Context: an optimization exercise on an open-source flow, tuned for small area, a short achievable clock period and few clock cycles. The choices shown serve that exercise and are no tape-out recipe.
In this exercise RTL edits were held to simulation tests only and were not proved equivalent to the original. No driver is modelled on the clock port, so clocking that relies on it looks cheaper here than on a real chip.

==> flow/design.v (outline; a module is shown in full before it is edited, if it fits) <==
// module be_rank: 1200 lines
module be_rank #(
    parameter N  = 32,
    parameter IW = 5                  
) (
    input  wire          clk,
    input  wire          rst,         
    input  wire [1:0]    cfg_mode,
    input  wire          cfg_sigma_neg,    
    input  wire [7:0]    cfg_wv,
    input  wire [7:0]    cfg_wh,
    input  wire [7:0]    cfg_wt,
    input  wire [7:0]    cfg_wl,
    input  wire [3:0]    cfg_shift,
    input  wire [15:0]   cfg_vrefc,
    input  wire [7:0]    cfg_tavgp,        
    input  wire          in_valid,
    output wire          in_ready,
    input  wire          in_last,
    input  wire [15:0]   in_vcap,
    input  wire [7:0]    in_temp,          
    input  wire [9:0]    in_life,
    input  wire          in_ins,           
    input  wire          in_obs,           
    output wire          out_valid,
    input  wire          out_ready,
    output wire          out_last,
    output wire          out_unranked,
    output wire [IW-1:0] out_rank,
    output wire [15:0]   out_score
);
  // ...
==> flow/flow/run.sh <==
#!/bin/bash
# Standard layout, with the port buffers made from buf_2 cells.
set -euo pipefail
export BUFFER_PORTS_ARGS="-buffer_cell sky130_fd_sc_hd__buf_2"
bash standard.sh > standard.log 2>&1
==> flow/standard.sh <==
#!/bin/bash
# synth_recipe.tcl (not shown) runs the flow's synth.tcl, then flattens the netlist and writes it again
# the make line also repeats each setting of config.mk as NAME=value (left out here)
make -C /OpenROAD-flow-scripts/flow DESIGN_CONFIG=/design/flow/config.mk WORK_HOME=/design/flow/orfs CLKGATE_MAP_FILE= SYNTH_SCRIPT=/design/flow/synth_recipe.tcl "${@:-finish}"
==> flow/config.mk <==
export PLATFORM = sky130hd
export DESIGN_NAME = be_rank
export DESIGN_NICKNAME = be_rank
export VERILOG_FILES = /design/flow/design.v
export SDC_FILE = /design/flow/constraint.sdc
export NUM_CORES = 4
export LEC_CHECK = 0
export CAP_MARGIN = 20
export CORE_MARGIN = 2
export CORE_UTILIZATION = 40
export CTS_CLUSTER_DIAMETER = 60
export CTS_CLUSTER_SIZE = 30
export SLEW_MARGIN = 20
==> flow/constraint.sdc <==
create_clock -name core_clock -period 27.0 [get_ports {clk}]
set_input_delay 5.4000 -clock core_clock [delete_from_list [all_inputs] [get_ports {clk}]]
set_output_delay 5.4000 -clock core_clock [all_outputs]
set_load 0.01 [all_outputs]
==> impl_metrics.toml, run 1 <==
[run_status]
status = "complete, no violations"

[layout]
inv_count = 583
fillCellCount = 15500
final_common_cell = "dfxtp_1"
seq_area_frac = 0.442
drive_gt1_frac = 0.0831
layout.nets = 6867
nNonClkBuffers = 204
antennaDiodeCount = 3
final_cells = 8535

[yosys]
synth_warnings = 3
ys_ff_latch = 1514
syn_area_sq_um = 66500
synthCells = 6201
syn_nets = 6817
synth_ff_type = "dfxtp_1"
synth_xor_area_frac = 0.0283

[drt]
via_count = 44600
wl_met2_um = 82300

[die]
nWellTaps = 2189

[sta]
max_clock_freq_ghz = 0.148
layout_setup_ws_ns = 20.22

[worst_setup_path]
setup.worst_path.start = "ob_v"
cp.depth = 1

[global_routing]
busiest_layer = "met2"
grt_pass1_vias = 45200
grt_use_total = 0.198

[worst_hold_path]
min_to = "rl[9]"

[placement]
place_hpwl_um = 123000
numPortBuffers = 128
dp_cells = 8332

[run]
cap_violations = 0
Testbench counts, summed over its fixed seeds: cycles 12,576.
==> run 2: changes to the inputs <==
--- a/flow/design.v
+++ b/flow/design.v
@@ -870,24 +870,23 @@
         end
     end
     wire [2:0] xcnt = {2'b0, xv_q[0]} + {2'b0, xv_q[1]} + {2'b0, xv_q[2]}
                       + {2'b0, xv_q[3]};
     wire [2:0] xc1  = xcnt + {2'b0, k_v} - {2'b0, ins};    
     wire [2:0] xk1  = xc1 + {2'b0, l_v};                    
     reg  [KW-1:0] rk [0:31];    
     reg  [4:0]    rr [0:31];    
-    reg  [31:0]   rc;           
     reg  [31:0]   rl;           
     wire [KW-1:0] xk    = x0[KW-1:0];
     wire          xlast = x0[KW];
-    wire [31:0]   lt;           
+    wire [30:0]   lt;           
     wire [KW-1:0] xs_n = ~{~xk[KW-1], xk[KW-2:0]};
     genvar g;
-    generate for (g = 0; g < 32; g = g + 1) begin : cmp
+    generate for (g = 0; g < 31; g = g + 1) begin : cmp
         wire [KW-1:0] ks = {~rk[g][KW-1], rk[g][KW-2:0]};
         wire [KW-1:0] gg = ks & xs_n;
         wire [KW-1:0] pp = ks | xs_n;
         wire G0 = gg[1] | (pp[1] & gg[0]);
         wire P0 = pp[1] & pp[0];
         wire G1 = gg[3] | (pp[3] & gg[2]);
         wire P1 = pp[3] & pp[2];
         wire G2 = gg[5] | (pp[5] & gg[4]);
@@ -933,43 +932,47 @@
         wire G22 = G20 | (P20 & G19);
         wire P22 = P20 & P19;
         wire G23 = G12 | (P12 & G21);
         wire P23 = P12 & P21;
         wire G24 = G23 | (P23 & G22);
         wire P24 = P23 & P22;
         assign lt[g] = G24;
     end endgenerate
-    reg  [31:0]   inc_d;        
+    reg  [30:0]   inc_d;        
     reg           ins_d;
     reg  [4:0]    jc, jc_d;     
+    reg  [30:0]   jm;           
+    always @(*)
+        for (j = 0; j < 31; j = j + 1)
+            jm[j] = (j < jc);
     wire [5:0]    pc_cnt;
-    wire [31:0]   le_v = inc_d;
+    wire [30:0]   le_v = inc_d;
     wire pc_0 = le_v[0] ^ le_v[1] ^ le_v[2];
     wire pc_1 = (le_v[0] & le_v[1]) | (le_v[0] & le_v[2]) | (le_v[1] & le_v[2]);
-    wire pc_2 = le_v[3] ^ le_v[4] ^ le_v[5];
-    wire pc_3 = (le_v[3] & le_v[4]) | (le_v[3] & le_v[5]) | (le_v[4] & le_v[5]);
-    wire pc_4 = le_v[6] ^ le_v[7] ^ le_v[8];
-    wire pc_5 = (le_v[6] & le_v[7]) | (le_v[6] & le_v[8]) | (le_v[7] & le_v[8]);
-    wire pc_6 = le_v[9] ^ le_v[10] ^ le_v[11];
-    wire pc_7 = (le_v[9] & le_v[10]) | (le_v[9] & le_v[11]) | (le_v[10] & le_v[11]);
-    wire pc_8 = le_v[12] ^ le_v[13] ^ le_v[14];
-    wire pc_9 = (le_v[12] & le_v[13]) | (le_v[12] & le_v[14]) | (le_v[13] & le_v[14]);
-    wire pc_10 = le_v[15] ^ le_v[16] ^ le_v[17];
-    wire pc_11 = (le_v[15] & le_v[16]) | (le_v[15] & le_v[17]) | (le_v[16] & le_v[17]);
-    wire pc_12 = le_v[18] ^ le_v[19];
-    wire pc_13 = le_v[18] & le_v[19];
-    wire pc_14 = le_v[20] ^ le_v[21] ^ le_v[22];
-    wire pc_15 = (le_v[20] & le_v[21]) | (le_v[20] & le_v[22]) | (le_v[21] & le_v[22]);
-    wire pc_16 = le_v[23] ^ le_v[24] ^ le_v[25];
-    wire pc_17 = (le_v[23] & le_v[24]) | (le_v[23] & le_v[25]) | (le_v[24] & le_v[25]);
-    wire pc_18 = le_v[26] ^ le_v[27] ^ le_v[28];
-    wire pc_19 = (le_v[26] & le_v[27]) | (le_v[26] & le_v[28]) | (le_v[27] & le_v[28]);
-    wire pc_20 = le_v[29] ^ le_v[30] ^ le_v[31];
-    wire pc_21 = (le_v[29] & le_v[30]) | (le_v[29] & le_v[31]) | (le_v[30] & le_v[31]);
+    wire pc_2 = le_v[3] ^ le_v[4];
+    wire pc_3 = le_v[3] & le_v[4];
+    wire pc_4 = le_v[5] ^ le_v[6] ^ le_v[7];
+    wire pc_5 = (le_v[5] & le_v[6]) | (le_v[5] & le_v[7]) | (le_v[6] & le_v[7]);
+    wire pc_6 = le_v[8] ^ le_v[9] ^ le_v[10];
+    wire pc_7 = (le_v[8] & le_v[9]) | (le_v[8] & le_v[10]) | (le_v[9] & le_v[10]);
+    wire pc_8 = le_v[11] ^ le_v[12] ^ le_v[13];
+    wire pc_9 = (le_v[11] & le_v[12]) | (le_v[11] & le_v[13]) | (le_v[12] & le_v[13]);
+    wire pc_10 = le_v[14] ^ le_v[15] ^ le_v[16];
+    wire pc_11 = (le_v[14] & le_v[15]) | (le_v[14] & le_v[16]) | (le_v[15] & le_v[16]);
+    wire pc_12 = le_v[17] ^ le_v[18];
+    wire pc_13 = le_v[17] & le_v[18];
+    wire pc_14 = le_v[19] ^ le_v[20] ^ le_v[21];
+    wire pc_15 = (le_v[19] & le_v[20]) | (le_v[19] & le_v[21]) | (le_v[20] & le_v[21]);
+    wire pc_16 = le_v[22] ^ le_v[23] ^ le_v[24];
+    wire pc_17 = (le_v[22] & le_v[23]) | (le_v[22] & le_v[24]) | (le_v[23] & le_v[24]);
+    wire pc_18 = le_v[25] ^ le_v[26] ^ le_v[27];
+    wire pc_19 = (le_v[25] & le_v[26]) | (le_v[25] & le_v[27]) | (le_v[26] & le_v[27]);
+    wire pc_20 = le_v[28] ^ le_v[29] ^ le_v[30];
+    wire pc_21 = (le_v[28] & le_v[29]) | (le_v[28] & le_v[30]) | (le_v[29] & le_v[30]);
     wire pc_22 = pc_0 ^ pc_2 ^ pc_4;
     wire pc_23 = (pc_0 & pc_2) | (pc_0 & pc_4) | (pc_2 & pc_4);
     wire pc_24 = pc_1 ^ pc_3 ^ pc_5;
     wire pc_25 = (pc_1 & pc_3) | (pc_1 & pc_5) | (pc_3 & pc_5);
     wire pc_26 = pc_7 ^ pc_9;
     wire pc_27 = pc_7 & pc_9;
     wire pc_28 = pc_6 ^ pc_8 ^ pc_10;
     wire pc_29 = (pc_6 & pc_8) | (pc_6 & pc_10) | (pc_8 & pc_10);
@@ -1038,48 +1041,43 @@
     wire pc_92 = pc_73 ^ pc_84;
     assign pc_cnt = {pc_92, pc_91, pc_90, pc_89, pc_88, pc_68};
     wire [4:0]    le_cnt = jc_d - pc_cnt[4:0];
     reg  [4:0] e31;             
     reg  [4:0] hp, tp;          
     reg  [5:0] n;               
     reg        o_valid;         
     reg        sk_v;            
-    wire       out_go  = (n != 6'd0) & (e31 == hp) & ~rc[31] & o_valid & ~sk_v;
+    wire       out_go  = (n != 6'd0) & (e31 == hp) & (n != {1'b0, jc}) & o_valid & ~sk_v;
     wire [5:0] n1      = n - {5'd0, out_go};
     assign     ins     = xv_q[0] & ~n1[5] & ((n1 == 6'd0) | (e31 == tp + 5'd1));
-    wire       clr     = ins & xlast;
     wire [4:0] rank31  = rr[31] + {4'd0, inc_d[30]};
     always @(posedge clk) begin
         jc_d  <= jc;
         if (rst_q)
             jc <= 5'd0;
         else if (ins)
             jc <= xlast ? 5'd0 : jc + 5'd1;
-        inc_d <= {32{ins}} & rc & lt;
+        inc_d <= {31{ins}} & jm & lt;
         ins_d <= ins;
         for (j = 0; j < 31; j = j + 1) begin
             rk[j+1] <= rk[j];
             rl[j+1] <= rl[j];
         end
         for (j = 1; j < 31; j = j + 1)
             rr[j+1] <= rr[j] + {4'd0, inc_d[j-1]};
-        rr[1] <= ins_d ? le_cnt[4:0] : rr[0] + {4'd0, inc_d[31]};
+        rr[1] <= ins_d ? le_cnt[4:0] : rr[0];
         rr[0] <= rank31;
         if (ins) begin
             rk[0] <= xk;
             rl[0] <= xlast;
         end else begin
             rk[0] <= rk[31];
             rl[0] <= rl[31];
         end
-        if (rst_q)
-            rc <= 32'd0;
-        else
-            rc <= {rc[30:0] & ~{31{clr}}, ins ? ~xlast : rc[31]};
     end
     always @(posedge clk) begin
         e31 <= e31 + 5'd1;
         if (rst_q) begin
             n <= 6'd0;
         end else begin
             n  <= n1 + {5'd0, ins};
             tp <= ins ? e31 : tp;
==> run 2 against run 1 <==
Net effect:
- sequential cell count down 33
- utilization about the same
- non-clock buffer count down 1
- critical path depth unchanged
- worst setup slack better by 0.056 ns
- cell count down 1.6%
- wire length down 1.8%
- register-to-register slack worse by 0.23 ns
- via count down 2.0%
- sequential share of layout area down 0.32 points
- critical endpoint is now in_ready
==> impl_metrics.toml, run 2 <==
[placement]
place_hpwl_um = 124000
numPortBuffers = 128
place_congestion = 0.875
dp_cells = 8212

[worst_setup_path]
r2r_slack_ns = 20.59
worstPathArrival_ns = 1.32
reg2reg_from = "j_wv[3]"
regToRegEndpoint = "acc_off[25]"
path_delay_family = "flip-flops"
cp_max_fo = 4
crit_path_start_kind = "flop"
max_stage_delay_ns = 0.37
critPathCaptureType = "primary output"
rr_worst_depth = 21
cp_num_buf_inv = 1
worstSetupPathType = "reg -> out"
setup.worst_path.start = "rdy_q"
crit_chain = "buf_2"
required_ns = 21.60
crit_slowest_cell = "dfxtp_1"

[global_routing]
antenna_found_initial = 8
grt_start_max_net_pins = 91
grt_first_pass_wirelength_um = 260000
grt_use_total = 0.197
grt_remaining_overflow = 0
grt_pass1_vias = 44400

[clock_network]
h-tree-depth = 3
ctsLongestPathBuffers = 3
cts_tree = "done"
root_buffer = "clkbuf_16"
clock_latency_ns = 0.75
postCtsSetupRepairBufs = 0
cts_hold_buffers = 0
clock_sinks = 1481
cts_resized = 0
path_clk_slew_ns = 0.09
numCtsBuffers = 101

[drt]
avgRoutedWirePerCell_um = 19.7
routed_wl_um = 165000
firstDrtPassIters = 6
drt_iter0_drc = 2963
via_count = 43700
via_per_inst = 5.21
ant_nets = 0
drc = 0

[layout]
largest-register = "rk"
reg_top3 = "rk x832, rr x160, rl x32"
multi_input_area_sq_um = 31100
drive_gt1_frac = 0.0826
seqCellArea_sq_um = 31700
final_common_cell = "dfxtp_1"
fillCellCount = 15400
largest_reg_flops = 832
layout.nets = 6754
final_cells = 8400
area_growth_pct = 10.2
final_cell_mix = "dfxtp_1 (1271), inv_1 (506), maj3_1 (323)"

[die]
die_x_um = 409
initial_utilization = 0.403
io_pins = 129
dieArea_sq_um = 168000
fp.coreArea_sq_um = 163000
rows = 148
die_height_um = 409

[run_status]
status = "complete, no violations"

[worst_hold_path]
hold_path_depth = 0
hold_start = "rk[20][6]"
min_to = "rk[21][6]"
hold_class = "reg -> reg"

[yosys]
synth_edf_count = 209
syn_area_sq_um = 65700
synth_warnings = 3
synth_area_leaders = "dfxtp_1 (39%), edfxtp_1 (9.6%), fa_1 (9.5%)"
synthCells = 6090
yosys.area.top_type_share = 0.388
postSynthAreaPerCell_sq_um = 10.8
synth_most_common_cell = "dfxtp_1"
muxShareOfSynthArea = 0.0217
synth_fa_ha_area_frac = 0.187
synthSimpleGateAreaFrac = 0.118
synth_top_family_by_area = "adder cells"
synth_ff_type = "dfxtp_1"
synthArstFlopShare = 0
synth_common_cells = "dfxtp_1 (1272), inv_1 (508), maj3_1 (323)"
ys_ff_latch = 1481
yosysSeqAreaShare = 0.483
synth_compound_area_frac = 0.118
syn_nets = 6704
synth_xor_area_frac = 0.0284
yosysTopAreaCell = "dfxtp_1"
synth_cell_types = 85

[sta]
grt_setup_unrepaired = "false"
maxSlewHeadroom = 0.211
max_clock_freq_ghz = 0.149
fin_worst_skew_ns = 0.0336
max_slew.worst_pin.slew_ns = 1.15
final-hold-violation-count = 0
finalSetupViolCount = 0
finalSetupTns_ns = 0
min_period_ns = 6.72
slew_violations = 0
fin_crit_sh = 0.249

[run]
cap_violations = 0
-- run 2: layout make-up --
| class | instances | area share |
|---|---|---|
| Inverter | 523 | 0.0271 |
| Clock buffer | 117 | 0.0374 |
| Multi-Input combinational cell | 3830 | 0.429 |
| Sequential cell | 1481 | 0.438 |
| Tap cell | 2175 | 0.0376 |
| Antenna cell | 1 | 0.0000346 |
| Clock inverter | 70 | 0.0137 |
| Timing Repair Buffer | 203 | 0.0166 |
-- run 2: metrics by stage --
| step | util | hold slack [ns] | area (sq um) | worst slack (ns) |
|---|---|---|---|---|
| 2_1_floorplan | - | 0.310 | 65700 | 20.19 |
| 3_3_place_gp | 0.422 | 0.311 | 68700 | 20.34 |
| 3_5_place_dp | 0.422 | 0.313 | 68700 | 20.30 |
| 4_1_cts | 0.444 | 0.323 | 72400 | 20.19 |
| 5_1_grt | 0.444 | 0.337 | 72400 | 20.11 |
| 6_report | 0.444 | 0.324 | 72400 | 20.28 |
-- run 2: logic make-up after synthesis --
group / Yosys count
AND/OR/NAND/NOR: 1495
flip-flops: 1481
AO/OA/AOI/OAI: 1140
adder cells (fa/ha/maj): 860
buffers and inverters: 779
XOR/XNOR: 213
multiplexers: 122
-- run 2: metal layers --
metal	global-route usage	share of wire	vias to the layer above
met4	0.0648	0.033	0
li1	-	-	21200
met3	0.0253	0.039	291
met1	0.254	0.44	21400
met2	0.339	0.48	887
met5	0	0	-
-- run 2: worst max path at each step --
stage / cells after the start / slack (ns) / endpoint
2_1_floorplan: 26 / 20.19 / rdy_q
3_3_place_gp: 2 / 20.34 / ob_d[3]
3_5_place_dp: 2 / 20.30 / ob_d[3]
4_1_cts: 1 / 20.19 / in_ready
5_1_grt: 21 / 20.11 / acc_off[25]
6_report: 1 / 20.28 / in_ready
Testbench counts of run 2, summed over its fixed seeds: cycles 12,576.
==> run 3: changes to the inputs <==
--- a/flow/config.mk
+++ b/flow/config.mk
@@ -7,5 +7,6 @@
 export LEC_CHECK = 0
+export ABC_AREA = 1
 export CAP_MARGIN = 20
 export CORE_MARGIN = 2
-export CORE_UTILIZATION = 40
+export CORE_UTILIZATION = 65
 export CTS_CLUSTER_DIAMETER = 60
==> run 3 against run 2 <==
Net effect:
- utilization is 27 points higher
- worst setup slack worse by 0.036 ns
- cell count grew 6.8%
- highest routed layer unchanged
==> impl_metrics.toml, run 3 <==
[run_status]
status = "complete, no violations"

[yosys]
ys_ff_latch = 1481
synth_edf_count = 209
synth_area_leaders = "dfxtp_1 (38%), edfxtp_1 (9.5%), fa_1 (9.5%)"
yosys.area.top_type_share = 0.384
yosysSeqAreaShare = 0.479
synth_warnings = 3
syn_nets = 8131
synthCells = 7517
syn_area_sq_um = 66300
synth_ff_type = "dfxtp_1"
synth_most_common_cell = "nand2_1"
postSynthAreaPerCell_sq_um = 8.82
synthArstFlopShare = 0
synth_cell_types = 58
synth_common_cells = "nand2_1 (1538), dfxtp_1 (1272), inv_1 (1042)"
yosysTopAreaCell = "dfxtp_1"

[worst_setup_path]
path_delay_family = "flip-flops"
worstPathArrival_ns = 1.36
regToRegEndpoint = "rdy_q"
cp_max_fo = 1
crit_chain = "buf_2"
required_ns = 21.60
crit_slowest_cell = "edfxtp_1"
rr_worst_depth = 22
critPathCaptureType = "primary output"
worstSetupPathType = "reg -> out"
max_stage_delay_ns = 0.47
r2r_slack_ns = 20.45
cp_num_buf_inv = 1
crit_path_start_kind = "flop"
reg2reg_from = "jc[2]"

[sta]
fin_crit_sh = 0.250
final-hold-violation-count = 0
finalSetupViolCount = 0
fin_worst_skew_ns = 0.0383
grt_setup_unrepaired = "false"
max_clock_freq_ghz = 0.148
max_slew.worst_pin.slew_ns = 1.06
min_period_ns = 6.76
slew_violations = 0
layout_setup_ws_ns = 20.24
maxSlewHeadroom = 0.288
finalSetupTns_ns = 0

[clock_network]
cts_hold_buffers = 0
path_clk_slew_ns = 0.08
root_buffer = "clkbuf_16"
clock_latency_ns = 0.74
cts_resized = 0
cts_tree = "done"
numCtsBuffers = 107
h-tree-depth = 3
clock_sinks = 1481
ctsLongestPathBuffers = 3
postCtsSetupRepairBufs = 0

[layout]
fillCellCount = 7833
largest-register = "rk"
final_cell_mix = "nand2_1 (1537), dfxtp_1 (1272), inv_1 (1038)"
area_growth_pct = 8.63
largest_reg_flops = 832
antennaDiodeCount = 0
final_common_cell = "nand2_1"
multi_input_area_sq_um = 29400
drive_gt1_frac = 0.0748
final_cells = 8971
reg_top3 = "rk x832, rr x160, rl x32"
seqCellArea_sq_um = 31700
layout.nets = 8123

[drt]
avgRoutedWirePerCell_um = 18.5
firstDrtPassIters = 6
ant_nets = 0
routed_wl_um = 166000
drc = 0
via_per_inst = 5.53
drt_iter0_drc = 3729
via_count = 49600

[worst_hold_path]
min_to = "rl[23]"
hold_start = "rl[22]"
hold_path_depth = 0
hold_class = "reg -> reg"

[die]
die_x_um = 323
rows = 117
die_height_um = 323
initial_utilization = 0.653
fp.coreArea_sq_um = 101000
dieArea_sq_um = 105000
io_pins = 129

[global_routing]
grt_use_total = 0.319
grt_pass1_vias = 48100
grt_remaining_overflow = 0
antenna_found_initial = 1
grt_start_max_net_pins = 71
grt_first_pass_wirelength_um = 260000

[placement]
dp_worst_setup_slack_ns = 20.36
place_hpwl_um = 124000
dp_cells = 8767
place_congestion = 0.933
numPortBuffers = 128

[run]
cap_violations = 0
[run 3: metal layers]
| layer | GRT usage | vias up | share of wire |
|---|---|---|---|
| met5 | 0 | - | 0 |
| met4 | 0.152 | 0 | 0.052 |
| met3 | 0.0407 | 376 | 0.049 |
| met2 | 0.557 | 1453 | 0.49 |
| met1 | 0.391 | 23500 | 0.41 |
| li1 | - | 24300 | - |
[run 3: per-stage QoR]
step                hold WS, ns  area [sq um]  utilization
global route              0.338         72000        0.710
detailed placement        0.312         67900        0.669
CTS                       0.331         72000        0.709
global placement          0.310         67900        0.669
finish                    0.331         72000        0.710
floorplan                 0.310         66300            -
[run 3: cell families (layout without fill, tap and decap cells)]
family | after synthesis | after routing | synth area share
AND/OR/NAND/NOR | 2733 | 2733 | 0.174
flip-flops | 1481 | 1481 | 0.479
buffers and inverters | 1357 | 1443 | 0.0775
AO/OA/AOI/OAI | 1251 | 1251 | 0.113
adder cells (fa/ha/maj) | 510 | 510 | 0.132
XOR/XNOR | 146 | 146 | 0.0193
multiplexers | 39 | 39 | 0.00589
[run 3: worst max-delay path by stage]
stage                           start          end  slack (ns)  cells after the start
final                        ob_d[20]  out_rank[4]       20.24                      1
after global routing            jc[2]        rdy_q       19.80                     22
after CTS                    ob_d[20]  out_rank[4]       20.21                      1
after detailed placement  cfg_mode[0]      j_wl[6]       20.36                      5
after global placement    cfg_mode[0]      j_wl[7]       20.38                      5
after floorplan                 jc[2]        rdy_q       19.27                     24
[run 3: layout make-up]
type,instances,area share
inverters,1057,0.0551
clock buffers,110,0.0379
repair buffers,183,0.0147
well taps,1368,0.0238
multi-input cells,4679,0.409
flip-flops and latches,1481,0.441
clock inverters,93,0.0188
==> run 4: changes to the inputs <==
--- a/flow/config.mk
+++ b/flow/config.mk
@@ -7,3 +7,2 @@
 export LEC_CHECK = 0
-export ABC_AREA = 1
 export CAP_MARGIN = 20
==> run 4 against run 3 <==
Net effect:
- via count down 11%
- hold slack worse by 0.020 ns
- still clean on timing, DRC and antenna
- global-route usage down 1.2 points
- highest routed layer is now met5
- register-to-register slack better by 0.54 ns
==> impl_metrics.toml, run 4 <==
[yosys]
yosysSeqAreaShare = 0.483
synth_cell_types = 85
synth_top_family_by_area = "adder cells"
synth_warnings = 3
synth_xor_area_frac = 0.0284
muxShareOfSynthArea = 0.0217
synth_most_common_cell = "dfxtp_1"
syn_nets = 6704
yosysTopAreaCell = "dfxtp_1"
yosys.area.top_type_share = 0.388
synthSimpleGateAreaFrac = 0.118
synthArstFlopShare = 0
synth_compound_area_frac = 0.118
synth_fa_ha_area_frac = 0.187
postSynthAreaPerCell_sq_um = 10.8
ys_ff_latch = 1481
synth_area_leaders = "dfxtp_1 (39%), edfxtp_1 (9.6%), fa_1 (9.5%)"
syn_area_sq_um = 65700
synthCells = 6090
synth_edf_count = 209
synth_ff_type = "dfxtp_1"
synth_common_cells = "dfxtp_1 (1272), inv_1 (508), maj3_1 (323)"

[worst_setup_path]
cp_max_fo = 2
crit_path_start_kind = "flop"
crit_chain = "buf_2"
r2r_slack_ns = 20.99
crit_slowest_cell = "dfxtp_1"
max_stage_delay_ns = 0.38
cp_num_buf_inv = 1
worstSetupPathType = "reg -> out"
required_ns = 21.60
critPathCaptureType = "primary output"
reg2reg_from = "jc[2]"
regToRegEndpoint = "rdy_q"
worstPathArrival_ns = 1.24
path_delay_family = "flip-flops"
rr_worst_depth = 22

[layout]
area_growth_pct = 8.64
largest-register = "rk"
stdcell_area_sq_um = 71400
drive_gt1_frac = 0.0829
final_cells = 7526
layout.nets = 6754
final_common_cell = "dfxtp_1"
reg_top3 = "rk x832, rr x160, rl x32"
final_core_util = 0.713
final_cell_mix = "dfxtp_1 (1271), inv_1 (507), maj3_1 (323)"
largest_reg_flops = 832
antennaDiodeCount = 0

[drt]
routed_wl_um = 158000
avgRoutedWirePerCell_um = 21.0
via_per_inst = 5.88
drt_iter0_drc = 3019
firstDrtPassIters = 5
via_count = 44200
ant_nets = 0
drc = 0

[placement]
place_hpwl_um = 118000
place_area_sq_um = 67600
numPortBuffers = 128
dp_cells = 7335
place_congestion = 0.899

[die]
die_x_um = 322
dieArea_sq_um = 104000
io_pins = 129
rows = 116
initial_utilization = 0.656
die_height_um = 322
fp.coreArea_sq_um = 100000

[clock_network]
cts_tree = "done"
cts_resized = 0
clock_latency_ns = 0.73
postCtsSetupRepairBufs = 0
numCtsBuffers = 101
ctsLongestPathBuffers = 3
clock_sinks = 1481
root_buffer = "clkbuf_16"
h-tree-depth = 3
cts_hold_buffers = 0
path_clk_slew_ns = 0.09

[sta]
fin_worst_skew_ns = 0.0568
final-hold-violation-count = 0
finalSetupTns_ns = 0
max_slew.worst_pin.slew_ns = 1.17
fin_crit_sh = 0.246
slew_violations = 0
finalSetupViolCount = 0
min_period_ns = 6.64
maxSlewHeadroom = 0.209
max_clock_freq_ghz = 0.150
grt_setup_unrepaired = "false"
holdWs_ns = 0.310

[global_routing]
grt_remaining_overflow = 0
antenna_found_initial = 1
grt_pass1_vias = 43900
grt_use_total = 0.307
grt_first_pass_wirelength_um = 250000
grt_start_max_net_pins = 75

[run]
cap_violations = 0

[worst_hold_path]
hold_class = "reg -> reg"
hold_path_depth = 0
min_to = "rk[13][8]"
hold_start = "rk[12][8]"

[run_status]
status = "complete, no violations"
run 4: worst max-delay path by stage:
stage,start,end,slack (ns),cells after the start
final,ob_v,out_valid,20.36,1
after detailed placement,out_ready,sk_v,20.25,3
after global placement,out_ready,ob_d[16],20.31,2
after global routing,rdy_q,in_ready,20.29,1
after CTS,ob_v,out_valid,20.32,1
after floorplan,jc[0],rdy_q,20.19,26
run 4: cell type report:
cell class / instances / area [sq um]
Tap cell: 1298 / 1620
Clock inverter: 79 / 1120
Timing Repair Buffer: 203 / 1200
Fill cell: 7392 / 28800
Sequential cell: 1481 / 31700
Multi-Input combinational cell: 3830 / 31100
Clock buffer: 112 / 2670
Inverter: 523 / 1960
run 4: logic make-up (layout without fill, tap and decap cells):
logic type	after synthesis	count (layout)
muxes	122	122
AOI/OAI and AO/OA	1140	1140
DFF	1481	1481
adders and majority gates	860	860
buffers and inverters	779	917
and+or+nand+nor	1495	1495
xor gates and xnor gates	213	213
run 4: worst reg2reg max path, cell delays in order (launching register included):
cell and delay [ns]:
dfxtp_1 0.82, xnor2_1 0.20, nand3_1 0.10, nor3_1 0.20
a31oi_1 0.11, o2111ai_1 0.30, nor2_2 0.09, ha_1 0.22
ha_1 0.24, xor2_1 0.21, nor4_1 0.33, a21oi_1 0.13
nor2_4 0.32, ha_1 0.32, fa_1 0.46, fa_1 0.41
fa_1 0.60, inv_1 0.06, ha_1 0.27, nand2_1 0.07
a21oi_1 0.15, o221ai_1 0.13, a21o_1 0.17
run 4: metrics by stage:
| step | worst slack (ns) |
|---|---|
| 2_1_floorplan | 20.19 |
| 3_3_place_gp | 20.31 |
| 3_5_place_dp | 20.25 |
| 4_1_cts | 20.32 |
| 5_1_grt | 20.29 |
| 6_report | 20.36 |
run 4: metal layers:
layer,GRT usage,vias to the layer above,share of wire
met5,0,-,0.000082
met3,0.0397,296,0.049
met1,0.418,21600,0.44
met4,0.102,2,0.034
met2,0.510,1150,0.47
li1,-,21200,-
==> run 5: changes to the inputs <==
--- a/flow/config.mk
+++ b/flow/config.mk
@@ -10,2 +10,3 @@
 export CORE_UTILIZATION = 65
+export CTS_BUF_LIST = sky130_fd_sc_hd__clkbuf_8 sky130_fd_sc_hd__clkbuf_16
 export CTS_CLUSTER_DIAMETER = 60
==> run 5 against run 4 <==
Net effect:
- non-clock buffer count did not move
- critical path depth did not move
- die area did not move
- global-route usage did not move
- count of clock-buffer cells in the layout fell by 4
- worst setup slack barely moved
- clock skew barely moved
==> impl_metrics.toml, run 5 <==
[drt]
avgRoutedWirePerCell_um = 21.0
via_count = 44200
routed_wl_um = 158000
drc = 0
ant_nets = 0
drt_iter0_drc = 3018
firstDrtPassIters = 5
via_per_inst = 5.88

[die]
io_pins = 129
fp.coreArea_sq_um = 100000
die_height_um = 322
dieArea_sq_um = 104000
rows = 116
initial_utilization = 0.656
die_x_um = 322

[yosys]
synth_fa_ha_area_frac = 0.187
synth_cell_types = 85
syn_nets = 6704
yosysSeqAreaShare = 0.483
synth_xor_area_frac = 0.0284
synthArstFlopShare = 0
synth_area_leaders = "dfxtp_1 (39%), edfxtp_1 (9.6%), fa_1 (9.5%)"
yosys.area.top_type_share = 0.388
synth_most_common_cell = "dfxtp_1"
synth_common_cells = "dfxtp_1 (1272), inv_1 (508), maj3_1 (323)"
synthSimpleGateAreaFrac = 0.118
synth_compound_area_frac = 0.118
synth_edf_count = 209
yosysTopAreaCell = "dfxtp_1"
synth_ff_type = "dfxtp_1"
synth_warnings = 3
synthCells = 6090
postSynthAreaPerCell_sq_um = 10.8
synth_top_family_by_area = "adder cells"
ys_ff_latch = 1481
muxShareOfSynthArea = 0.0217
syn_area_sq_um = 65700

[layout]
drive_gt1_frac = 0.0829
reg_top3 = "rk x832, rr x160, rl x32"
area_growth_pct = 8.64
stdcell_area_sq_um = 71400
largest_reg_flops = 832
final_common_cell = "dfxtp_1"
layout.nets = 6754
final_cell_mix = "dfxtp_1 (1271), inv_1 (511), maj3_1 (323)"
antennaDiodeCount = 0
largest-register = "rk"

[clock_network]
cts_tree = "done"
cts_resized = 0
numCtsBuffers = 101
clock_latency_ns = 0.73
path_clk_slew_ns = 0.09
root_buffer = "clkbuf_16"
h-tree-depth = 3
postCtsSetupRepairBufs = 0
clock_sinks = 1481
ctsLongestPathBuffers = 3
cts_hold_buffers = 0

[sta]
final-hold-violation-count = 0
max_slew.worst_pin.slew_ns = 1.17
layout_setup_ws_ns = 20.36
min_period_ns = 6.64
finalSetupViolCount = 0
fin_crit_sh = 0.246
finalSetupTns_ns = 0
maxSlewHeadroom = 0.209
grt_setup_unrepaired = "false"
slew_violations = 0
fin_worst_skew_ns = 0.0569
max_clock_freq_ghz = 0.150

[worst_setup_path]
critPathCaptureType = "primary output"
cp_max_fo = 2
crit_path_start_kind = "flop"
crit_chain = "buf_2"
required_ns = 21.60
worstSetupPathType = "reg -> out"
worstPathArrival_ns = 1.24
path_delay_family = "flip-flops"
crit_slowest_cell = "dfxtp_1"
cp_num_buf_inv = 1
max_stage_delay_ns = 0.38

[run_status]
status = "complete, no violations"

[global_routing]
grt_use_total = 0.307
grt_remaining_overflow = 0
antenna_found_initial = 1
grt_start_max_net_pins = 75
grt_first_pass_wirelength_um = 250000
grt_pass1_vias = 43900

[placement]
place_congestion = 0.899
dp_worst_setup_slack_ns = 20.25
place_area_sq_um = 67600
place_hpwl_um = 118000
numPortBuffers = 128

[worst_hold_path]
hold_class = "reg -> reg"

[run]
cap_violations = 0
==> run 5: cell counts after synthesis <==
No cell type changed its count.
==> run 5: cells by family after synthesis <==
kind of cell / Yosys count
AO/OA/AOI/OAI: 1140
XOR/XNOR: 213
multiplexers: 122
buffers and inverters: 779
AND/OR/NAND/NOR: 1495
flip-flops: 1481
adder cells (fa/ha/maj): 860
==> run 5: path summary, 6_finish.rpt <==
check	end	cells after the start	slack [ns]	startpoint
worst min-delay path	rk[13][8]	0	0.31	rk[12][8]
worst max register to register	rdy_q	22	20.99	jc[2]
worst min register to register	rk[13][8]	0	0.31	rk[12][8]
worst max-delay path	out_valid	1	20.36	ob_v
==> run 5: metal layers <==
layer | track usage | vias to the layer above | wire length (um)
li1 | - | 21200 | -
met1 | 0.418 | 21600 | 70100
met2 | 0.510 | 1148 | 74900
met3 | 0.0397 | 299 | 7690
met4 | 0.102 | 2 | 5380
met5 | 0 | - | 13
==> run 5: layout make-up <==
class                      instances  area [sq um]
clock buffer                     108          2660
clock inverter                    83          1130
fill                            7392         28800
inverter                         523          1960
multi-input combinational       3830         31100
sequential                      1481         31700
tap                             1298          1620
timing repair buffer             203          1200
==> run 5: metrics by stage <==
step	util	hold slack, ns	std cells
final	0.713	0.311	7526
after global routing	0.713	0.317	7526
after CTS	0.713	0.320	7526
after detailed placement	0.675	0.313	7335
after global placement	0.675	0.311	7335
after floorplan	-	0.310	6090
==> run 6: changes to the inputs <==
--- a/flow/config.mk
+++ b/flow/config.mk
@@ -10,5 +10,5 @@
 export CORE_UTILIZATION = 65
-export CTS_BUF_LIST = sky130_fd_sc_hd__clkbuf_8 sky130_fd_sc_hd__clkbuf_16
-export CTS_CLUSTER_DIAMETER = 60
-export CTS_CLUSTER_SIZE = 30
+export CTS_BUF_LIST = sky130_fd_sc_hd__clkbuf_8
+export CTS_CLUSTER_DIAMETER = 40
+export CTS_CLUSTER_SIZE = 16
 export SLEW_MARGIN = 20
==> run 6 against run 5 <==
Net effect:
- still clean on timing, DRC and antenna
- non-clock buffer count is the same
- maximum frequency fell by 2.9%
- sequential cell count stayed put
- critical endpoint unchanged
==> impl_metrics.toml, run 6 <==
[global_routing]
grt_use_total = 0.308
antenna_found_initial = 2
grt_pass1_vias = 44300
grt_remaining_overflow = 0
grt_first_pass_wirelength_um = 250000
grt_start_max_net_pins = 75

[placement]
place_hpwl_um = 118000
numPortBuffers = 128
place_congestion = 0.899

[worst_setup_path]
setup.worst_path.start = "ob_v"
crit_end = "out_valid"
crit_path_start_kind = "flop"
rr_worst_depth = 22
cp_max_fo = 2
crit_slowest_cell = "dfxtp_1"
r2r_slack_ns = 20.93
reg2reg_from = "j_wv[7]"
path_delay_family = "flip-flops"
regToRegEndpoint = "acc_off[25]"
max_stage_delay_ns = 0.39
cp.depth = 1
critPathCaptureType = "primary output"
crit_chain = "buf_2"
worstSetupPathType = "reg -> out"
cp_num_buf_inv = 1
required_ns = 21.60
worstPathArrival_ns = 1.44

[yosys]
postSynthAreaPerCell_sq_um = 10.8
synth_fa_ha_area_frac = 0.187
synthCells = 6090
muxShareOfSynthArea = 0.0217
synth_warnings = 3
yosysSeqAreaShare = 0.483
synth_common_cells = "dfxtp_1 (1272), inv_1 (508), maj3_1 (323)"
yosys.area.top_type_share = 0.388
synth_xor_area_frac = 0.0284
synth_ff_type = "dfxtp_1"
synth_compound_area_frac = 0.118
syn_nets = 6704
synth_edf_count = 209
synth_top_family_by_area = "adder cells"
synthSimpleGateAreaFrac = 0.118
syn_area_sq_um = 65700
synthArstFlopShare = 0
yosysTopAreaCell = "dfxtp_1"
synth_most_common_cell = "dfxtp_1"
synth_cell_types = 85
synth_area_leaders = "dfxtp_1 (39%), edfxtp_1 (9.6%), fa_1 (9.5%)"
ys_ff_latch = 1481

[sta]
finalSetupViolCount = 0
min_period_ns = 6.84
max_slew.worst_pin.slew_ns = 1.11
maxSlewHeadroom = 0.240
max_clock_freq_ghz = 0.146
finalSetupTns_ns = 0
grt_setup_unrepaired = "false"
final-hold-violation-count = 0
fin_worst_skew_ns = 0.0595
holdWs_ns = 0.314
slew_violations = 0
fin_crit_sh = 0.253

[drt]
routed_wl_um = 158000
via_count = 44500
avgRoutedWirePerCell_um = 20.7
drt_iter0_drc = 2876
drc = 0
firstDrtPassIters = 5
ant_nets = 0
via_per_inst = 5.83

[layout]
reg_top3 = "rk x832, rr x160, rl x32"
largest-register = "rk"
area_growth_pct = 8.38
drive_gt1_frac = 0.0944
layout.nets = 6810
final_cell_mix = "dfxtp_1 (1271), inv_1 (526), maj3_1 (323)"
largest_reg_flops = 832
final_core_util = 0.711
final_common_cell = "dfxtp_1"

[die]
die_height_um = 322
rows = 116
fp.coreArea_sq_um = 100000
initial_utilization = 0.656
dieArea_sq_um = 104000
io_pins = 129
die_x_um = 322

[clock_network]
cts_hold_buffers = 0
postCtsSetupRepairBufs = 0
root_buffer = "clkbuf_8"
path_clk_slew_ns = 0.09
clock_sinks = 1481
cts_tree = "done"
cts_resized = 0
h-tree-depth = 4
ctsLongestPathBuffers = 3
clock_latency_ns = 0.89
numCtsBuffers = 157

[worst_hold_path]
hold_class = "reg -> reg"

[run]
cap_violations = 0

[run_status]
status = "complete, no violations"
-- run 6: worst min path at each step --
stage                 end        from  cells past startpoint
2_1_floorplan      k_last      l_last                      0
3_3_place_gp        k_obs       l_obs                      0
3_5_place_dp        k_obs       l_obs                      0
4_1_cts        rk[29][20]  rk[28][20]                      0
5_1_grt         rk[20][8]   rk[19][8]                      0
6_report       rk[29][20]  rk[28][20]                      0
-- run 6: kinds of logic (layout without fill, tap and decap cells) --
kind of cell,count (synthesis),after routing
flip-flops,1481,1481
other,0,5
adder cells (fa/ha/maj),860,860
multiplexers,122,122
buffers and inverters,779,1015
AO/OA/AOI/OAI,1140,1140
XOR/XNOR,213,213
AND/OR/NAND/NOR,1495,1495
-- run 6: layer usage --
metal  up-vias  part of all wire  wire length, um  global-route usage
met5         -          0.000082               13                   0
met4         2             0.034             5330               0.113
met3       316             0.052             8230              0.0455
met2      1144              0.47            74300               0.507
met1     21700              0.44            70300               0.416
li1      21300                 -                -                   -
-- run 6: through the flow --
stage / setup WS [ns] / area (sq um) / cells
floorplan: 20.19 / 65700 / 6090
global placement: 20.31 / 67600 / 7335
detailed placement: 20.25 / 67600 / 7335
CTS: 20.09 / 71200 / 7624
global route: 20.11 / 71200 / 7629
finish: 20.16 / 71200 / 7629
-- run 6: area by class of cell --
class / instances / area, sq um
Antenna cell: 5 / 12.5
Clock buffer: 163 / 2240
Clock inverter: 126 / 1370
Fill cell: 7510 / 28900
Inverter: 523 / 1960
Multi-Input combinational cell: 3830 / 31100
Sequential cell: 1481 / 31700
Tap cell: 1298 / 1620
Timing Repair Buffer: 203 / 1200
==> run 7: changes to the inputs <==
==> flow/flow/run.sh (replaced) <==
#!/bin/bash
# Standard layout, with the port buffers made from buf_2 cells and clock
# tree synthesis without dummy loads.
set -euo pipefail
export BUFFER_PORTS_ARGS="-buffer_cell sky130_fd_sc_hd__buf_2"
export CTS_ARGS="-sink_clustering_enable -repair_clock_nets -sink_clustering_size 30 -sink_clustering_max_diameter 300 -dont_use_dummy_load"
bash standard.sh > standard.log 2>&1
--- a/flow/config.mk
+++ b/flow/config.mk
@@ -10,5 +10,4 @@
 export CORE_UTILIZATION = 65
-export CTS_BUF_LIST = sky130_fd_sc_hd__clkbuf_8
-export CTS_CLUSTER_DIAMETER = 40
-export CTS_CLUSTER_SIZE = 16
+export CTS_CLUSTER_DIAMETER = 60
+export CTS_CLUSTER_SIZE = 30
 export SLEW_MARGIN = 20
==> run 7 against run 6 <==
Net effect:
- still clean on timing, DRC and antenna
- global-route usage shrank 0.73 points
- count of clock-buffer cells in the layout shrank 108
- via count shrank 1.5%
- first-iteration DRC count grew 8.7%
- area after synthesis is the same
- register-to-register slack gained 0.05 ns
- cell area shrank 3.2%
- non-clock buffer count is the same
- maximum frequency grew 2.9%
- highest routed layer is now met4
==> impl_metrics.toml, run 7 <==
[worst_setup_path]
worstSetupPathType = "reg -> out"
worstPathArrival_ns = 1.25
required_ns = 21.60
cp_num_buf_inv = 1
crit_path_start_kind = "flop"
crit_slowest_cell = "dfxtp_1"
critPathCaptureType = "primary output"
path_delay_family = "flip-flops"
max_stage_delay_ns = 0.39
crit_chain = "buf_2"
cp_max_fo = 2

[layout]
largest-register = "rk"
drive_gt1_frac = 0.0632
area_growth_pct = 4.96
fillCellCount = 7716
final_common_cell = "dfxtp_1"
layout.nets = 6708
antennaDiodeCount = 0
largest_reg_flops = 832
final_core_util = 0.689
final_cell_mix = "dfxtp_1 (1271), inv_1 (507), maj3_1 (323)"
reg_top3 = "rk x832, rr x160, rl x32"
final_cells = 7390

[yosys]
syn_area_sq_um = 65700
synth_fa_ha_area_frac = 0.187
syn_nets = 6704
synthCells = 6090
synthArstFlopShare = 0
postSynthAreaPerCell_sq_um = 10.8
synth_top_family_by_area = "adder cells"
synthSimpleGateAreaFrac = 0.118
synth_edf_count = 209
synth_warnings = 3
yosysSeqAreaShare = 0.483
yosys.area.top_type_share = 0.388
synth_common_cells = "dfxtp_1 (1272), inv_1 (508), maj3_1 (323)"
synth_most_common_cell = "dfxtp_1"
synth_compound_area_frac = 0.118
synth_cell_types = 85
synth_ff_type = "dfxtp_1"
ys_ff_latch = 1481
synth_xor_area_frac = 0.0284
synth_area_leaders = "dfxtp_1 (39%), edfxtp_1 (9.6%), fa_1 (9.5%)"
yosysTopAreaCell = "dfxtp_1"
muxShareOfSynthArea = 0.0217

[clock_network]
cts_tree = "done"
path_clk_slew_ns = 0.11
cts_resized = 0
clock_latency_ns = 0.71
ctsLongestPathBuffers = 3
root_buffer = "clkbuf_16"
postCtsSetupRepairBufs = 0
clock_sinks = 1481
numCtsBuffers = 55
h-tree-depth = 2
cts_hold_buffers = 0

[sta]
max_clock_freq_ghz = 0.150
slew_violations = 0
min_period_ns = 6.65
finalSetupTns_ns = 0
maxSlewHeadroom = 0.242
max_slew.worst_pin.slew_ns = 1.12
fin_crit_sh = 0.246
final-hold-violation-count = 0
grt_setup_unrepaired = "false"
finalSetupViolCount = 0
fin_worst_skew_ns = 0.0592

[placement]
place_congestion = 0.899
numPortBuffers = 128
dp_cells = 7335
place_hpwl_um = 118000

[global_routing]
grt_remaining_overflow = 0
grt_pass1_vias = 43000
grt_start_max_net_pins = 75
antenna_found_initial = 0
grt_first_pass_wirelength_um = 245000
grt_use_total = 0.301

[die]
io_pins = 129
rows = 116
die_x_um = 322
initial_utilization = 0.656
dieArea_sq_um = 104000
fp.coreArea_sq_um = 100000
die_height_um = 322

[drt]
ant_nets = 0
avgRoutedWirePerCell_um = 21.0
drt_iter0_drc = 3126
drc = 0
routed_wl_um = 155000
firstDrtPassIters = 6
via_count = 43800
via_per_inst = 5.93

[run_status]
status = "complete, no violations"

[worst_hold_path]
hold_class = "reg -> reg"

[run]
cap_violations = 0
==> run 7: cell counts after synthesis <==
Identical to the previous run, type by type.
==> run 7: kinds of logic after synthesis <==
| kind of cell | after synthesis |
|---|---|
| buffers and inverters | 779 |
| and+or+nand+nor | 1495 |
| AOI/OAI and AO/OA | 1140 |
| xor gates and xnor gates | 213 |
| DFF | 1481 |
| adders and majority gates | 860 |
| muxes | 122 |
==> run 7: cell type report <==
cell class | instances | area (sq um) | area share
Inverter | 523 | 1960 | 0.0285
Tap cell | 1298 | 1620 | 0.0236
Sequential cell | 1481 | 31700 | 0.460
Timing Repair Buffer | 203 | 1200 | 0.0175
Clock buffer | 55 | 1380 | 0.0200
Multi-Input combinational cell | 3830 | 31100 | 0.450
==> run 7: path summary, 6_finish.rpt <==
path | endpoint | from | slack (ns) | cells past startpoint
hold / removal | rl[13] | rl[12] | 0.33 | 0
setup / recovery | out_valid | ob_v | 20.35 | 1
setup reg to reg | acc_off[25] | j_wv[4] | 20.98 | 22
hold reg to reg | rl[13] | rl[12] | 0.33 | 0
==> run 7: worst reg2reg max path: stages, from the launching register on <==
cell and delay (ns):
edfxtp_1 0.73, mux4_2 0.57, mux2i_1 0.19, buf_4 0.27, nor2_1 0.14, fa_1 0.49, ha_1 0.16, inv_1 0.06
fa_1 0.43, nor2b_1 0.15, o21ai_0 0.11, a21oi_1 0.22, o21ai_0 0.12, a21boi_0 0.26, o21ai_0 0.14, a21boi_0 0.35
o31a_1 0.26, o211a_1 0.22, nor2_1 0.08, a2111o_1 0.40, a31oi_1 0.23, or3_1 0.14, a21oi_1 0.06
==> run 7: routing by layer <==
| metal | wire, um | part of all wire | vias to the layer above | track usage |
|---|---|---|---|---|
| li1 | - | - | 21000 | - |
| met1 | 69800 | 0.45 | 21500 | 0.417 |
| met2 | 73300 | 0.47 | 1088 | 0.501 |
| met3 | 7380 | 0.048 | 243 | 0.0322 |
| met4 | 4830 | 0.031 | 0 | 0.0910 |
| met5 | 0 | 0 | - | 0 |
==> run 7: per-stage QoR <==
stage	worst slack (ns)	hold WS (ns)	cell area, sq um
after floorplan	20.19	0.310	65700
after global placement	20.31	0.311	67600
after detailed placement	20.25	0.313	67600
after CTS	20.31	0.331	69000
after global routing	20.31	0.333	69000
final	20.35	0.330	69000
==> run 8: changes to the inputs <==
==> flow/flow/run.sh (replaced) <==
#!/bin/bash
# Standard layout, with the port buffers made from buf_2 cells and clock
# tree synthesis without dummy loads.
set -euo pipefail
export BUFFER_PORTS_ARGS="-buffer_cell sky130_fd_sc_hd__buf_2"
export CTS_ARGS="-sink_clustering_enable -repair_clock_nets -sink_clustering_size 30 -sink_clustering_max_diameter 60 -dont_use_dummy_load"
bash standard.sh > standard.log 2>&1
==> run 8 against run 7 <==
Net effect:
- cell count increased by 0.62%
- count of clock-buffer cells in the layout increased by 46
- hold slack got worse by 0.059 ns
- maximum frequency increased by 0.24%
- sequential share of layout area decreased by 0.76 points
- utilization increased by 1.1 points
- critical path depth unchanged
- critical path type unchanged
- critical endpoint is now out_score[13]
- highest routed layer unchanged
==> impl_metrics.toml, run 8 <==
[worst_setup_path]
path_delay_family = "flip-flops"
regToRegEndpoint = "acc_off[25]"
worstPathArrival_ns = 1.23
r2r_slack_ns = 21.00
crit_chain = "buf_2"
cp_num_buf_inv = 1
reg2reg_from = "j_wv[7]"
worstSetupPathType = "reg -> out"
crit_path_start_kind = "flop"
required_ns = 21.60
max_stage_delay_ns = 0.38
critPathCaptureType = "primary output"
cp_max_fo = 1
rr_worst_depth = 22
crit_slowest_cell = "edfxtp_1"

[sta]
final-hold-violation-count = 0
fin_worst_skew_ns = 0.0897
maxSlewHeadroom = 0.214
fin_crit_sh = 0.246
max_slew.worst_pin.slew_ns = 1.15
slew_violations = 0
max_clock_freq_ghz = 0.151
finalSetupViolCount = 0
grt_setup_unrepaired = "false"
min_period_ns = 6.63
finalSetupTns_ns = 0

[yosys]
synth_common_cells = "dfxtp_1 (1272), inv_1 (508), maj3_1 (323)"
synth_top_family_by_area = "adder cells"
synth_area_leaders = "dfxtp_1 (39%), edfxtp_1 (9.6%), fa_1 (9.5%)"
synth_ff_type = "dfxtp_1"
synth_warnings = 3
synth_compound_area_frac = 0.118
syn_nets = 6704
synth_most_common_cell = "dfxtp_1"
synthSimpleGateAreaFrac = 0.118
muxShareOfSynthArea = 0.0217
synth_xor_area_frac = 0.0284
yosysSeqAreaShare = 0.483
synthArstFlopShare = 0
synth_edf_count = 209
postSynthAreaPerCell_sq_um = 10.8
synth_cell_types = 85
ys_ff_latch = 1481
synth_fa_ha_area_frac = 0.187
synthCells = 6090
yosysTopAreaCell = "dfxtp_1"
syn_area_sq_um = 65700
yosys.area.top_type_share = 0.388

[clock_network]
cts_resized = 0
clock_sinks = 1481
cts_tree = "done"
cts_hold_buffers = 0
h-tree-depth = 3
root_buffer = "clkbuf_16"
numCtsBuffers = 101
path_clk_slew_ns = 0.11
postCtsSetupRepairBufs = 0
clock_latency_ns = 0.71
ctsLongestPathBuffers = 3

[layout]
stdcell_area_sq_um = 70100
largest-register = "rk"
fillCellCount = 7550
drive_gt1_frac = 0.0702
final_common_cell = "dfxtp_1"
largest_reg_flops = 832
final_core_util = 0.700
area_growth_pct = 6.71
final_cells = 7436
antennaDiodeCount = 0
reg_top3 = "rk x832, rr x160, rl x32"
layout.nets = 6754
final_cell_mix = "dfxtp_1 (1271), inv_1 (507), maj3_1 (323)"

[die]
rows = 116
dieArea_sq_um = 104000
io_pins = 129
die_height_um = 322
die_x_um = 322
fp.coreArea_sq_um = 100000
initial_utilization = 0.656

[global_routing]
grt_start_max_net_pins = 75
grt_use_total = 0.305
antenna_found_initial = 0
grt_remaining_overflow = 0
grt_pass1_vias = 43600
grt_first_pass_wirelength_um = 248000

[placement]
dp_cells = 7335
place_area_sq_um = 67600
place_congestion = 0.899
numPortBuffers = 128
place_hpwl_um = 118000

[run]
cap_violations = 0

[drt]
drt_iter0_drc = 2964
drc = 0
avgRoutedWirePerCell_um = 21.1
via_per_inst = 5.92
firstDrtPassIters = 6
via_count = 44000
routed_wl_um = 157000
ant_nets = 0

[run_status]
status = "complete, no violations"

[worst_hold_path]
min_to = "rk[6][8]"
hold_path_depth = 0
hold_class = "reg -> reg"
hold_start = "rk[5][8]"
## run 8: cell counts after synthesis
No cell type changed its count.
## run 8: cell type report
cell class / instances / area (sq um) / area share
Tap cell: 1298 / 1620 / 0.0232
Clock buffer: 101 / 2530 / 0.0360
Multi-Input combinational cell: 3830 / 31100 / 0.443
Sequential cell: 1481 / 31700 / 0.453
Timing Repair Buffer: 203 / 1200 / 0.0172
Inverter: 523 / 1960 / 0.0280
## run 8: metal layers
| layer | routed length (um) | track usage | up-vias | share of wire |
|---|---|---|---|---|
| li1 | - | - | 21100 | - |
| met1 | 69900 | 0.418 | 21500 | 0.44 |
| met2 | 74400 | 0.508 | 1134 | 0.47 |
| met3 | 7730 | 0.0357 | 287 | 0.049 |
| met4 | 5170 | 0.0968 | 0 | 0.033 |
| met5 | 0 | 0 | - | 0 |
## run 8: worst max path at each step
stage / startpoint / to / slack [ns] / cells past startpoint
floorplan: jc[0] / rdy_q / 20.19 / 26
global placement: out_ready / ob_d[16] / 20.31 / 2
detailed placement: out_ready / sk_v / 20.25 / 3
global route: rdy_q / in_ready / 20.29 / 1
finish: ob_d[13] / out_score[13] / 20.37 / 1
CTS: ob_d[13] / out_score[13] / 20.32 / 1
## run 8: cells by family (layout without fill, tap and decap cells)
logic type      count (synthesis)  in the layout
fa+ha+maj                     860            860
xor+xnor                      213            213
simple gates                 1495           1495
compound gates               1140           1140
flops                        1481           1481
mux                           122            122
buf+inv                       779            827
## run 8: worst reg2reg max path, stage by stage (launching register included)
cell,delay (ns)
edfxtp_1,0.72
mux4_2,0.58
mux2i_1,0.19
buf_4,0.27
nor2_1,0.14
fa_1,0.49
ha_1,0.16
inv_1,0.07
fa_1,0.43
nor2b_1,0.15
o21ai_0,0.11
a21oi_1,0.22
o21ai_0,0.12
a21boi_0,0.27
o21ai_0,0.14
a21boi_0,0.33
o31a_1,0.27
o211a_1,0.22
nor2_1,0.08
a2111o_1,0.39
a31oi_1,0.22
or3_1,0.14
a21oi_1,0.06
## run 8: metrics by stage
step           hold slack (ns)  worst slack, ns
6_report                 0.270            20.37
5_1_grt                  0.270            20.29
4_1_cts                  0.267            20.32
3_5_place_dp             0.313            20.25
3_3_place_gp             0.311            20.31
2_1_floorplan            0.310            20.19
==> run 9: changes to the inputs <==
==> flow/flow/run.sh (replaced) <==
#!/bin/bash
# Standard layout, with the port buffers made from buf_2 cells and clock
# tree synthesis without dummy loads.
set -euo pipefail
export BUFFER_PORTS_ARGS="-buffer_cell sky130_fd_sc_hd__buf_2"
export CTS_ARGS="-sink_clustering_enable -repair_clock_nets -sink_clustering_size 30 -sink_clustering_max_diameter 150 -dont_use_dummy_load"
bash standard.sh > standard.log 2>&1
==> run 9 against run 8 <==
Net effect:
- hold slack improved by 0.059 ns
- clock skew down 0.031 ns
- first-iteration DRC count increased by 5.5%
- count of clock-buffer cells in the layout decreased by 46
- critical path depth stayed put
- global-route usage shrank 0.41 points
- sequential share of layout area rose by 0.76 points
- wire length fell by 1.2%
- critical path type unchanged
==> impl_metrics.toml, run 9 <==
[worst_setup_path]
worstSetupPathType = "reg -> out"
reg2reg_from = "j_wv[4]"
critPathCaptureType = "primary output"
regToRegEndpoint = "acc_off[25]"
path_delay_family = "flip-flops"
max_stage_delay_ns = 0.39
worstPathArrival_ns = 1.25
r2r_slack_ns = 20.98
cp_max_fo = 2
crit_path_start_kind = "flop"
crit_chain = "buf_2"
rr_worst_depth = 22
required_ns = 21.60
cp_num_buf_inv = 1
crit_slowest_cell = "dfxtp_1"

[sta]
final-hold-violation-count = 0
max_slew.worst_pin.slew_ns = 1.12
fin_worst_skew_ns = 0.0592
slew_violations = 0
finalSetupTns_ns = 0
grt_setup_unrepaired = "false"
min_period_ns = 6.65
max_clock_freq_ghz = 0.150
finalSetupViolCount = 0
fin_crit_sh = 0.246
maxSlewHeadroom = 0.242

[layout]
largest_reg_flops = 832
largest-register = "rk"
stdcell_area_sq_um = 69000
drive_gt1_frac = 0.0632
final_cells = 7390
reg_top3 = "rk x832, rr x160, rl x32"
area_growth_pct = 4.96
final_core_util = 0.689
final_cell_mix = "dfxtp_1 (1271), inv_1 (507), maj3_1 (323)"
antennaDiodeCount = 0
layout.nets = 6708
final_common_cell = "dfxtp_1"

[clock_network]
cts_resized = 0
clock_sinks = 1481
cts_hold_buffers = 0
cts_tree = "done"
path_clk_slew_ns = 0.11
numCtsBuffers = 55
ctsLongestPathBuffers = 3
h-tree-depth = 2
clock_latency_ns = 0.71
root_buffer = "clkbuf_16"
postCtsSetupRepairBufs = 0

[yosys]
synthCells = 6090
synth_most_common_cell = "dfxtp_1"
synth_common_cells = "dfxtp_1 (1272), inv_1 (508), maj3_1 (323)"
synth_area_leaders = "dfxtp_1 (39%), edfxtp_1 (9.6%), fa_1 (9.5%)"
synth_cell_types = 85
ys_ff_latch = 1481
synthArstFlopShare = 0
postSynthAreaPerCell_sq_um = 10.8
yosys.area.top_type_share = 0.388
syn_area_sq_um = 65700
yosysTopAreaCell = "dfxtp_1"
synth_ff_type = "dfxtp_1"
synth_warnings = 3
syn_nets = 6704
yosysSeqAreaShare = 0.483
synth_edf_count = 209

[die]
dieArea_sq_um = 104000
fp.coreArea_sq_um = 100000
rows = 116
initial_utilization = 0.656
io_pins = 129
die_x_um = 322
die_height_um = 322

[drt]
wl_met1_um = 69800
wl_met2_um = 73300
routed_wl_um = 155000
dr_wl_met3_um = 7380
drt_iter0_drc = 3126
drc = 0
via_per_inst = 5.93
firstDrtPassIters = 6
via_count = 43800
top_layer = "met4"
ant_nets = 0
avgRoutedWirePerCell_um = 21.0

[placement]
place_hpwl_um = 118000
numPortBuffers = 128
dp_cells = 7335
place_area_sq_um = 67600
place_congestion = 0.899

[global_routing]
grt_use_total = 0.301
grt_start_max_net_pins = 75
grt_first_pass_wirelength_um = 245000
grt_remaining_overflow = 0
antenna_found_initial = 0
grt_pass1_vias = 43000

[worst_hold_path]
hold_start = "rl[12]"
hold_class = "reg -> reg"
hold_path_depth = 0
min_to = "rl[13]"

[run]
cap_violations = 0

[run_status]
status = "complete, no violations"
==> run 9: cells by family (layout without fill, tap and decap cells) <==
kind of cell | after synthesis | in the layout | share of synthesized area
adders and majority gates | 860 | 860 | 0.187
DFF | 1481 | 1481 | 0.483
buffers and inverters | 779 | 781 | 0.0446
xor gates and xnor gates | 213 | 213 | 0.0284
and+or+nand+nor | 1495 | 1495 | 0.118
AOI/OAI and AO/OA | 1140 | 1140 | 0.118
muxes | 122 | 122 | 0.0217
==> run 9: worst max-delay path by stage <==
stage                          from             to  depth (start not counted)
final                          ob_v      out_valid                          1
after global routing        ob_d[0]   out_score[0]                          1
after CTS                  ob_d[13]  out_score[13]                          1
after detailed placement  out_ready           sk_v                          3
after global placement    out_ready       ob_d[16]                          2
after floorplan               jc[0]          rdy_q                         26
==> run 9: per-stage QoR <==
| stage | worst slack, ns | hold slack, ns |
|---|---|---|
| finish | 20.35 | 0.330 |
| global route | 20.31 | 0.333 |
| CTS | 20.31 | 0.331 |
| detailed placement | 20.25 | 0.313 |
| global placement | 20.31 | 0.311 |
| floorplan | 20.19 | 0.310 |
==> run 9: metal layers <==
metal	vias up	track usage
met4	0	0.0910
met2	1088	0.501
li1	21000	-
met3	243	0.0322
met1	21500	0.417
met5	-	0
==> run 9: area by class of cell <==
| class | count | area (sq um) |
|---|---|---|
| clock buffers | 55 | 1380 |
| flip-flops and latches | 1481 | 31700 |
| fillers | 7716 | 31200 |
| multi-input cells | 3830 | 31100 |
| repair buffers | 203 | 1200 |
| well taps | 1298 | 1620 |
| inverters | 523 | 1960 |

## what the ideal ports hide
The flow's constraints put no driver on any port. The routed layouts listed below were extracted and timed again, unchanged, in two steps.
Step 1 assumes that a clkbuf_16 drives the clock port and a buf_2 every other input.
Step 2 adds t to the input delays and takes it off the output delays; t is the mean of the earliest and latest rising clock arrival at the registers after step 1. Input paths then give back, and output paths get back, about the clock's delay inside the block.
Slacks: no drivers / after step 1 / after step 2; pairs: no drivers / after step 1.
run | t (ns) | slack for setup (ns) | worst setup path at the end
run 1 | 0.837 | 20.225 / 20.140 / 20.459 | input to register
run 2 | 0.809 | 20.281 / 20.202 / 20.506 | input to register
run 3 | 0.794 | 20.245 / 20.171 / 20.382 | input to register
run 4 | 0.776 | 20.355 / 20.279 / 20.496 | input to register
run 5 | 0.776 | 20.355 / 20.280 / 20.496 | input to register
run 6 | 0.943 | 20.160 / 20.081 / 20.498 | input to register
run 7 | 0.754 | 20.353 / 20.279 / 20.489 | input to register
run 8 | 0.738 | 20.369 / 20.294 / 20.492 | input to register
run 9 | 0.754 | 20.353 / 20.279 / 20.489 | input to register
After both steps every run listed still meets setup and hold.
